Source: an optimization exercise on an open RTL-to-GDS flow (aim: small area, a short achievable clock period and few clock cycles). Production flows keep margins and buffers that such runs may drop. Function was checked by simulation only, so behaviour that the tests miss may differ from the original.

==> run.sh <==
#!/bin/bash
# synth_recipe.tcl (not shown) runs the flow's synth.tcl, then flattens the netlist and writes it again
# the make line also repeats each setting of config.mk as NAME=value (left out here)
make -C /OpenROAD-flow-scripts/flow DESIGN_CONFIG=/design/flow/config.mk WORK_HOME=/design/flow/orfs CLKGATE_MAP_FILE= SYNTH_SCRIPT=/design/flow/synth_recipe.tcl finish
==> config.mk <==
export PLATFORM = sky130hd
export DESIGN_NAME = srv_lead_loop
export DESIGN_NICKNAME = srv_lead_loop
export VERILOG_FILES = /design/flow/design.v
export SDC_FILE = /design/flow/constraint.sdc
export NUM_CORES = 4
export LEC_CHECK = 0
export CAP_MARGIN = 20
export CORE_MARGIN = 2
export CORE_UTILIZATION = 40
export SLEW_MARGIN = 20
==> constraint.sdc <==
create_clock -name core_clock -period 20.0 [get_ports {clk}]
set_input_delay 4.0000 -clock core_clock [delete_from_list [all_inputs] [get_ports {clk}]]
set_output_delay 4.0000 -clock core_clock [all_outputs]
set_load 0.01 [all_outputs]
==> design.v <==
module srv_lead_loop (
    input  wire               clk,
    input  wire               rst,         
    input  wire               start,
    input  wire               clear,
    input  wire signed [15:0] sa,
    input  wire signed [15:0] sb,
    input  wire signed [15:0] sc,
    input  wire signed [15:0] sd,
    input  wire        [23:0] gray,
    input  wire        [23:0] tgt_trk,
    input  wire signed [15:0] tgt_ofs,
    input  wire signed [17:0] ml,
    input  wire signed [15:0] ff,
    input  wire signed [15:0] inj,
    input  wire        [17:0] amin,
    input  wire        [3:0]  gs,
    input  wire        [23:0] intlim,
    input  wire signed [15:0] kds,
    output reg         [5:0]  tbl_addr,
    input  wire        [47:0] tbl_rdata,
    output reg                done,
    output reg                fail,
    output wire signed [15:0] pes,
    output wire signed [48:0] pos,
    output reg  signed [24:0] err,
    output reg  signed [24:0] integ,
    output wire signed [15:0] u
);
    localparam S_IDLE = 4'd0, S_AMP = 4'd1, S_DIV = 4'd2, S_E1 = 4'd3,
               S_MEM  = 4'd4, S_LO  = 4'd5, S_HI  = 4'd6, S_INT = 4'd7,
               S_PROD = 4'd8, S_FIN = 4'd9;
    reg [3:0] state;
    reg [2:0] cnt;
    reg       first;                  
    reg [15:0] pes_r;
    reg [23:0] y_r;                   
    reg        m1_r;                  
    reg        b48_r;                 
    reg [15:0] u_r;
    reg [3:0]  bhi_r;                 
    assign pes = pes_r;
    assign u   = u_r;
    assign pos = {b48_r, {8{m1_r}}, y_r, pes_r};
    reg [17:0] rem;                   
    reg [17:0] amp_r;                 
    reg        qz, neg, mism, gz;
    reg signed [9:0] ac;              
    reg signed [25:0] de_r;           
    reg [11:0] f_r;                   
    reg [1:0]  nc;                    
    reg        top;
    reg [5:0]  a0_r;
    reg signed [16:0] g0, g1, g2;
    reg signed [26:0] acc0, acc1, acc2;
    reg [1:0]  ext0, ext1, ext2;
    reg [23:0] bin;
    integer k;
    always @(*) begin
        bin[23] = gray[23];
        for (k = 22; k >= 0; k = k - 1)
            bin[k] = bin[k+1] ^ gray[k];
    end
    function signed [29:0] lane_v;
        input signed [26:0] acc;
        input signed [25:0] m;
        input [4:0] b;                
        reg signed [27:0] mag0, mag1;
        reg n0, n1;
        reg signed [29:0] p0, p1;
        begin
            n0   = b[2];
            n1   = b[4];
            mag0 = (b[2:0] == 3'b001 || b[2:0] == 3'b010 || b[2:0] == 3'b101 || b[2:0] == 3'b110) ? {{2{m[25]}}, m} :
                   (b[2:0] == 3'b011 || b[2:0] == 3'b100) ? {m[25], m, 1'b0} : 28'sd0;
            mag1 = (b[4:2] == 3'b001 || b[4:2] == 3'b010 || b[4:2] == 3'b101 || b[4:2] == 3'b110) ? {{2{m[25]}}, m} :
                   (b[4:2] == 3'b011 || b[4:2] == 3'b100) ? {m[25], m, 1'b0} : 28'sd0;
            p0 = n0 ? ~{{2{mag0[27]}}, mag0} : {{2{mag0[27]}}, mag0};
            p1 = n1 ? ~{mag1, 2'b11} : {mag1, 2'b00};
            lane_v = {{3{acc[26]}}, acc} + p0 + p1 + {28'd0, n0} + {27'd0, n1, 2'b00};
        end
    endfunction
    wire [4:0] fwin = (cnt[1:0] == 2'd0) ? {f_r[3:0], 1'b0} :
                      (cnt[1:0] == 2'd1) ? f_r[7:3] : f_r[11:7];
    function [4:0] gwin;
        input [16:0] g;
        input [1:0] c;
        begin
            case (c)
                2'd0: gwin = {g[3:0], 1'b0};
                2'd1: gwin = g[7:3];
                2'd2: gwin = g[11:7];
                default: gwin = g[15:11];
            endcase
        end
    endfunction
    wire interp = (state == S_INT);
    wire signed [25:0] ee = {err[24], err};
    wire signed [29:0] v0 = lane_v(acc0, interp ? {{9{g0[16]}}, g0} : ee,
                                   interp ? fwin : gwin(g0, cnt[1:0]));
    wire signed [29:0] v1 = lane_v(acc1, interp ? {{9{g1[16]}}, g1} : ee,
                                   interp ? fwin : gwin(g1, cnt[1:0]));
    wire signed [29:0] v2 = lane_v(acc2, interp ? {{9{g2[16]}}, g2} : de_r,
                                   interp ? fwin : gwin(g2, cnt[1:0]));
    wire signed [25:0] v0s = v0[29:4];
    wire signed [25:0] v1s = v1[29:4];
    wire signed [25:0] v2s = v2[29:4];
    wire signed [15:0] t_kp = tbl_rdata[15:0];
    wire signed [15:0] t_ki = tbl_rdata[31:16];
    wire signed [15:0] t_kd = tbl_rdata[47:32];
    wire ftop = (nc == 2'd1) ? f_r[3] : (nc == 2'd2) ? f_r[7] : f_r[11];
    wire [16:0] nabs = rem[17]   ? -rem[16:0]   : rem[16:0];
    wire [16:0] qabs = amp_r[17] ? -amp_r[16:0] : amp_r[16:0];
    wire [17:0] amp  = nabs + qabs;
    wire        amp_bad = (amp == 18'd0) || (amp < amin);
    reg [17:0] r1, r2, r3;
    reg        q2b, q1b, q0b;
    reg [18:0] t;
    always @(*) begin
        t = {rem, 1'b0} - {1'b0, amp_r};
        q2b = ~t[18]; r1 = q2b ? t[17:0] : {rem[16:0], 1'b0};
        t = {r1, 1'b0} - {1'b0, amp_r};
        q1b = ~t[18]; r2 = q1b ? t[17:0] : {r1[16:0], 1'b0};
        t = {r2, 1'b0} - {1'b0, amp_r};
        q0b = ~t[18]; r3 = q0b ? t[17:0] : {r2[16:0], 1'b0};
    end
    wire [15:0] q16     = qz ? 16'h8000 : {1'b0, pes_r[14:0]};
    wire        pes_neg = neg & (q16 != 16'd0);
    wire signed [15:0] pes_v = neg ? -q16 : (qz ? 16'sh7fff : q16);
    wire signed [15:0] tofs  = acc0[15:0];
    wire signed [16:0] lv  = tofs - pes_v;             
    wire signed [16:0] lnv = pes_v - tofs;             
    wire signed [10:0] hbase = ac - (mism ? (pes_neg ? 11'sd1 : -11'sd1) : 11'sd0);
    wire signed [10:0] hs = hbase - (lv[16] ? 11'sd1 : 11'sd0);
    wire signed [10:0] hn = -hbase - (lnv[16] ? 11'sd1 : 11'sd0);
    wire        wrap   = mism & ~pes_neg & gz;
    wire        sat_p  = ~wrap & (hs > 11'sd127);
    wire        sat_n  = wrap | (hs < -11'sd128);
    wire signed [24:0] e_v = sat_p ? 25'sd8388608 : sat_n ? -25'sd8388608 :
                             {hs[7], hs[7:0], lv[15:0]};
    wire [23:0] eabs = (sat_p | sat_n) ? 24'h800000 :
                       hs[10] ? {hn[7:0], lnv[15:0]} : {hs[7:0], lv[15:0]};
    wire [23:0] idx  = eabs >> gs;
    wire        top_v = (idx >= 24'd63);
    wire [5:0]  a0_v  = top_v ? 6'd63 : idx[5:0];
    wire [11:0] fmask = ~(12'hfff << gs);
    wire [11:0] fraw  = eabs[11:0] & fmask;
    wire [1:0]  sh    = 2'd0 - gs[1:0];               
    wire [11:0] f_v   = fraw << sh;
    wire [1:0]  nc_v  = (gs <= 4'd4) ? 2'd1 : (gs <= 4'd8) ? 2'd2 : 2'd3;
    wire        tpos  = mism ^ pes_neg;               
    wire [23:0] y_v   = bin - {23'd0, tpos};
    wire signed [25:0] de_v = first ? 26'sd0 : ({e_v[24], e_v} - {err[24], err});
    wire signed [24:0] dtrk = {1'b0, tgt_trk} - {1'b0, bin};
    wire signed [9:0]  ac_v = (dtrk > 25'sd300) ? 10'sd300 : (dtrk < -25'sd300) ? -10'sd300 : dtrk[9:0];
    wire signed [26:0] p_kp = {acc0[24:0], ext0};
    wire signed [26:0] p_ki = {acc1[24:0], ext1};
    wire signed [26:0] p_kd = {acc2[24:0], ext2};
    wire signed [24:0] i_eff = first ? 25'sd0 : integ;
    wire signed [27:0] isum  = i_eff + p_ki;
    wire signed [27:0] lim   = {4'd0, amp_r[5:0], rem};
    wire signed [24:0] i_new = (isum > lim) ? lim[24:0] : (isum < -lim) ? -lim[24:0] : isum[24:0];
    wire signed [19:0] base  = {bhi_r, u_r};
    wire signed [28:0] usum  = p_kp + p_kd + base + i_new;
    wire signed [15:0] u_v   = (usum > 29'sd32767) ? 16'sh7fff : (usum < -29'sd32768) ? 16'sh8000 : usum[15:0];
    wire signed [26:0] ds = {acc2[24:0], ext2};
    wire signed [19:0] base_v = $signed(ds[19:0]) + ff + inj;
    always @(posedge clk) begin
        if (rst) begin
            state    <= S_IDLE;
            cnt      <= 3'd0;
            first    <= 1'b1;
            done     <= 1'b0;
            fail     <= 1'b0;
            tbl_addr <= 6'd0;
            pes_r    <= 16'd0;
            y_r      <= 24'd0;
            m1_r     <= 1'b0;
            b48_r    <= 1'b0;
            err      <= 25'sd0;
            integ    <= 25'sd0;
            u_r      <= 16'd0;
        end else begin
            done <= 1'b0;
            case (state)
                S_IDLE: if (start) begin
                    if (clear) first <= 1'b1;
                    rem   <= sa - sc;
                    amp_r <= sb - sd;
                    cnt   <= 3'd0;
                    mism  <= bin[0] ^ (sb < sd);
                    gz    <= (gray == 24'd0);
                    ac    <= ac_v;
                    g2    <= {kds[15], kds};
                    de_r  <= {{8{ml[17]}}, ml};
                    acc0  <= {{11{tgt_ofs[15]}}, tgt_ofs};
                    acc2  <= 27'sd0;
                    state <= S_AMP;
                end
                S_AMP: begin
                    acc2 <= v2s; ext2 <= v2[3:2];
                    if (amp_bad) begin
                        done  <= 1'b1;
                        fail  <= 1'b1;
                        state <= S_IDLE;
                    end else begin
                        qz    <= (qabs == 17'd0);
                        neg   <= amp_r[17] ? (rem[17] == 1'b0 && rem[16:0] != 17'd0) : rem[17];
                        rem   <= {1'b0, nabs};
                        amp_r <= amp;
                        cnt   <= 3'd1;
                        state <= S_DIV;
                    end
                end
                S_DIV: begin
                    rem   <= r3;
                    pes_r <= {pes_r[12:0], q2b, q1b, q0b};
                    cnt   <= cnt + 3'd1;
                    if (cnt <= 3'd3) begin
                        acc2 <= v2s; ext2 <= v2[3:2];
                    end
                    if (cnt == 3'd4) {bhi_r, u_r} <= base_v;
                    if (cnt == 3'd5) state <= S_E1;
                end
                S_E1: begin
                    pes_r    <= pes_v;
                    y_r      <= y_v;
                    m1_r     <= gz & tpos;
                    b48_r    <= gz & tpos & ~mism;
                    err      <= e_v;
                    de_r     <= de_v;
                    tbl_addr <= a0_v;
                    a0_r     <= a0_v;
                    top      <= top_v;
                    f_r      <= f_v;
                    nc       <= nc_v;
                    {amp_r[5:0], rem} <= intlim;
                    state    <= S_MEM;
                end
                S_MEM: begin
                    if (!top) tbl_addr <= a0_r + 6'd1;
                    state <= S_LO;
                end
                S_LO: begin
                    tbl_addr <= a0_r;
                    g0 <= {t_kp[15], t_kp};
                    g1 <= {t_ki[15], t_ki};
                    g2 <= {t_kd[15], t_kd};
                    acc0 <= 27'sd0; acc1 <= 27'sd0; acc2 <= 27'sd0;
                    cnt <= 3'd0;
                    state <= top ? S_PROD : S_HI;
                end
                S_HI: begin
                    g0 <= {t_kp[15], t_kp} - g0;
                    g1 <= {t_ki[15], t_ki} - g1;
                    g2 <= {t_kd[15], t_kd} - g2;
                    cnt <= 3'd0;
                    state <= S_INT;
                end
                S_INT: begin
                    cnt <= cnt + 3'd1;
                    if (cnt[1:0] == nc - 2'd1) begin
                        g0 <= {t_kp[15], t_kp} + v0s[16:0] + (ftop ? g0 : 17'sd0);
                        g1 <= {t_ki[15], t_ki} + v1s[16:0] + (ftop ? g1 : 17'sd0);
                        g2 <= {t_kd[15], t_kd} + v2s[16:0] + (ftop ? g2 : 17'sd0);
                        acc0 <= 27'sd0; acc1 <= 27'sd0; acc2 <= 27'sd0;
                        cnt <= 3'd0;
                        state <= S_PROD;
                    end else begin
                        acc0 <= v0s; acc1 <= v1s; acc2 <= v2s;
                    end
                end
                S_PROD: begin
                    acc0 <= v0s; acc1 <= v1s; acc2 <= v2s;
                    ext0 <= v0[3:2]; ext1 <= v1[3:2]; ext2 <= v2[3:2];
                    cnt <= cnt + 3'd1;
                    if (cnt == 3'd3) state <= S_FIN;
                end
                S_FIN: begin
                    integ <= i_new;
                    u_r   <= u_v;
                    first <= 1'b0;
                    fail  <= 1'b0;
                    done  <= 1'b1;
                    state <= S_IDLE;
                end
                default: state <= S_IDLE;
            endcase
        end
    end
endmodule
==> run notes <==
[registers in the layout (all words and copies together), names as in the netlist, 3 cells and up]
| register | count |
|---|---|
| amp_r | 18 |
| err | 25 |
| tbl_addr | 6 |
| u_r | 16 |
| bhi_r | 4 |
| pes_r | 16 |
| g1 | 17 |
| g2 | 17 |
| cnt | 3 |
| rem | 18 |
| a0_r | 6 |
| acc1 | 26 |
| state | 4 |
| acc2 | 26 |
| f_r | 12 |
| integ | 25 |
| de_r | 26 |
| ac | 10 |
| y_r | 24 |
| acc0 | 26 |
| g0 | 17 |
[worst paths after layout]
kind | slack (ns) | end | start
max reg2reg | 7.56 | u_r[15]$_SDFFE_PP0P_ | rem[0]$_DFFE_PP_
min reg2reg | 0.46 | fail$_SDFFE_PP0P_ | fail$_SDFFE_PP0P_
min | 0.46 | fail$_SDFFE_PP0P_ | fail$_SDFFE_PP0P_
max | 4.05 | ac[2]$_SDFFCE_PP1P_ | gray[23]
[area by class of cell]
| class | instances | area share, % |
|---|---|---|
| antenna | 3 | 0.0119 |
| clock buffer | 66 | 2.36 |
| clock inverter | 30 | 0.521 |
| inverter | 790 | 4.70 |
| multi-input combinational | 5633 | 65.7 |
| sequential | 360 | 15.2 |
| tap | 1794 | 3.56 |
| timing repair buffer | 524 | 7.98 |
[synth_stat cells, types with 45 or more instances]
| library cell | count | area share (%) |
|---|---|---|
| fa_1 | 224 | 8.1 |
| a211oi_1 | 86 | 1.2 |
| maj3_1 | 46 | 0.83 |
| o21ai_0 | 517 | 4.7 |
| or3_1 | 65 | 0.73 |
| clkbuf_1 | 285 | 1.9 |
| o31ai_1 | 48 | 0.65 |
| a31oi_1 | 66 | 0.75 |
| edfxtp_1 | 236 | 13 |
| nor2_1 | 584 | 4.0 |
| o221ai_1 | 135 | 2.1 |
| ha_1 | 644 | 15 |
| o211ai_1 | 53 | 0.72 |
| dfxtp_1 | 124 | 4.5 |
| nand3_1 | 130 | 1.2 |
| a21o_1 | 116 | 1.6 |
| nor3_1 | 140 | 1.3 |
| inv_1 | 783 | 5.3 |
| a21oi_1 | 618 | 5.6 |
| o21bai_1 | 45 | 0.61 |
| nand2_1 | 612 | 4.1 |
| nand2b_1 | 71 | 0.80 |
| xnor2_1 | 303 | 4.8 |
| nor2b_1 | 119 | 1.3 |
| mux2i_1 | 79 | 1.4 |
| o22ai_1 | 104 | 1.2 |
| xor2_1 | 144 | 2.3 |
| o21a_1 | 66 | 0.89 |
[stage by stage]
step,hold WS [ns],area (µm²),cells
after CTS,0.458,63000,9194
after global routing,0.503,63100,9198
final,0.456,63100,9200
after detailed placement,0.449,61200,9098
after floorplan,0.458,55400,7160
after global placement,0.445,61200,9098
[logic make-up after synthesis]
family	share of synthesized area, %
AOI/OAI and AO/OA	25.3
and+or+nand+nor	16.4
buffers and inverters	8.28
adders and majority gates	23.5
xor gates and xnor gates	7.14
DFF	17.3
muxes	2.14
[routing by layer]
layer | part of all wire (%) | GRT usage (%)
met5 | 0.044 | 0
met4 | 4.4 | 11.9
met3 | 9.2 | 5.81
met2 | 43 | 47.9
met1 | 43 | 42.3
[worst reg2reg max path, delay by kind of cell, from the launching register on]
family,cells,cell delay (ns)
xor+xnor,2,0.66
buf+inv,1,0.26
compound gates,13,3.41
fa+ha+maj,4,1.50
flops,1,0.56
simple gates,18,5.96
==> flow_metrics.py <==
metrics = {
    "drt": {
        "wl_um": 225000,
        "via_count": 55200,
        "detail_route.vias_per_cell": 6.00,
        "ant_nets": 0,
        "first_iter_violations": 5876,
        "drc": 0,
        "drt_pre_antenna_iters": 8,
        "detail_route.wl_per_cell_um": 24.4,
    },
    "clocking": {
        "cts_buffer_depth": 3,
        "cts.repair.resized": 0,
        "postCtsHoldBufs": 0,
        "clkLatencyLatePin_ns": 0.68,
        "root_buffer": "clkbuf_16",
        "clkSlewWorstSetupHoldPaths_ns": 0.06,
        "post-cts-setup-buffers": 0,
        "cts.sinks": 360,
        "h-tree-depth": 2,
        "cts_made_buffers": 51,
        "cts_tree": "yes",
    },
    "synth": {
        "synth_cell_types": 110,
        "synth.yosys.seq_area_share_pct": 17.3,
        "synth_nets": 8320,
        "yosys_warnings": 1,
        "ys_seq_elements": 360,
        "synthArstFlopShare_pct": 0,
        "syn_area_per_cell_um2": 7.74,
        "synthCells": 7160,
        "netlist_area_um2": 55400,
        "synth_edf_count": 236,
        "synth_ff_type": "edfxtp_1",
    },
    "global_route": {
        "grt_pass1_wl_um": 333000,
        "grt_remaining_overflow": 0,
        "grt_max_degree": 69,
        "first_global_vias": 52000,
        "antenna_found_initial": 20,
        "grt_use_total_pct": 30.9,
    },
    "critical_path": {
        "cp.depth": 62,
        "critPathTopFamily": "adder cells",
        "crit_slowest_cell": "o41ai_1",
        "endpoint_kind": "register",
        "cp_data_arrival_time_ns": 16.36,
        "critPathMaxStageDelay_ns": 0.53,
        "cp_common_cell": "ha_1",
        "crit_required_ns": 20.41,
        "worstSetupPathType": "in -> reg",
        "start_kind": "input pin",
        "cp_max_fo": 4,
        "reg2reg_depth": 38,
        "worstPathBufferInverterCount": 23,
    },
    "placed_design": {
        "pre_cts_slack_ns": 3.34,
        "hpwl_um": 181000,
        "place_congestion": 1.03,
        "io_buffers": 430,
    },
    "finish": {
        "final_common_cell": "inv_1",
        "multiInputGateArea_um2": 41500,
        "fill_cells": 13700,
        "seqCellArea_um2": 9570,
        "final_nets": 8520,
        "drive_gt1_share_pct": 4.21,
        "syn_to_final_growth_pct": 13.9,
        "final_cell_mix": "inv_1, ha_1, a21oi_1",
        "utilization_pct": 45.9,
    },
    "sta": {
        "clock-skew-final_ns": 0.0370,
        "finalSetupViolCount": 0,
        "slew_violations": 0,
        "rsz0062_at_grt": "no",
        "timing.final.ws_setup_ns": 4.05,
        "period_needed_ns": 15.95,
        "tightestPinTransition_ns": 1.24,
        "fmax_ghz": 0.0627,
        "fin_crit_sh_pct": 79.8,
        "final_hold_viol_count": 0,
        "fin_tns_setup_ns": 0,
        "relSlewSlack_pct": 16.7,
    },
    "floorplan": {
        "dieArea_um2": 141000,
        "rows": 136,
        "die_h_um": 376,
        "io_pins": 431,
        "core_um2": 137000,
        "start_util_pct": 40.3,
        "die_w_um": 376,
    },
    "status": {
        "status": "timing/DRC/antenna clean",
    },
    "worst_hold_path": {
        "hold_class": "reg -> reg",
        "holdPathStages": 2,
    },
    "run": {
        "drv_cap": 0,
    },
}
Testbench counts, summed over its fixed seeds: cycles 39,956.

port drivers added, routing unchanged:
The results above use ideal ports. As a check the final layout listed here was re-extracted and re-timed, cells and wires unchanged. Step 1 assumes that a clkbuf_16 drives the clock port and a buf_2 every other input. Step 2 also shifts input and output timing later by t, the mid clock arrival at the registers, as if the neighbouring blocks saw the same clock. Three values: ideal ports, drivers, drivers and shift; two values: the first two.
t, ns: 0.738
setup slack, ns: 4.048 / 4.107 / 3.368
worst setup path at the end: input to register
latest minus earliest clock arrival (ns): 0.037 / 0.037
After both steps setup and hold are still met in this run. The setup slack of this run moves by +0.059 ns with the drivers and by -0.680 ns with both steps.
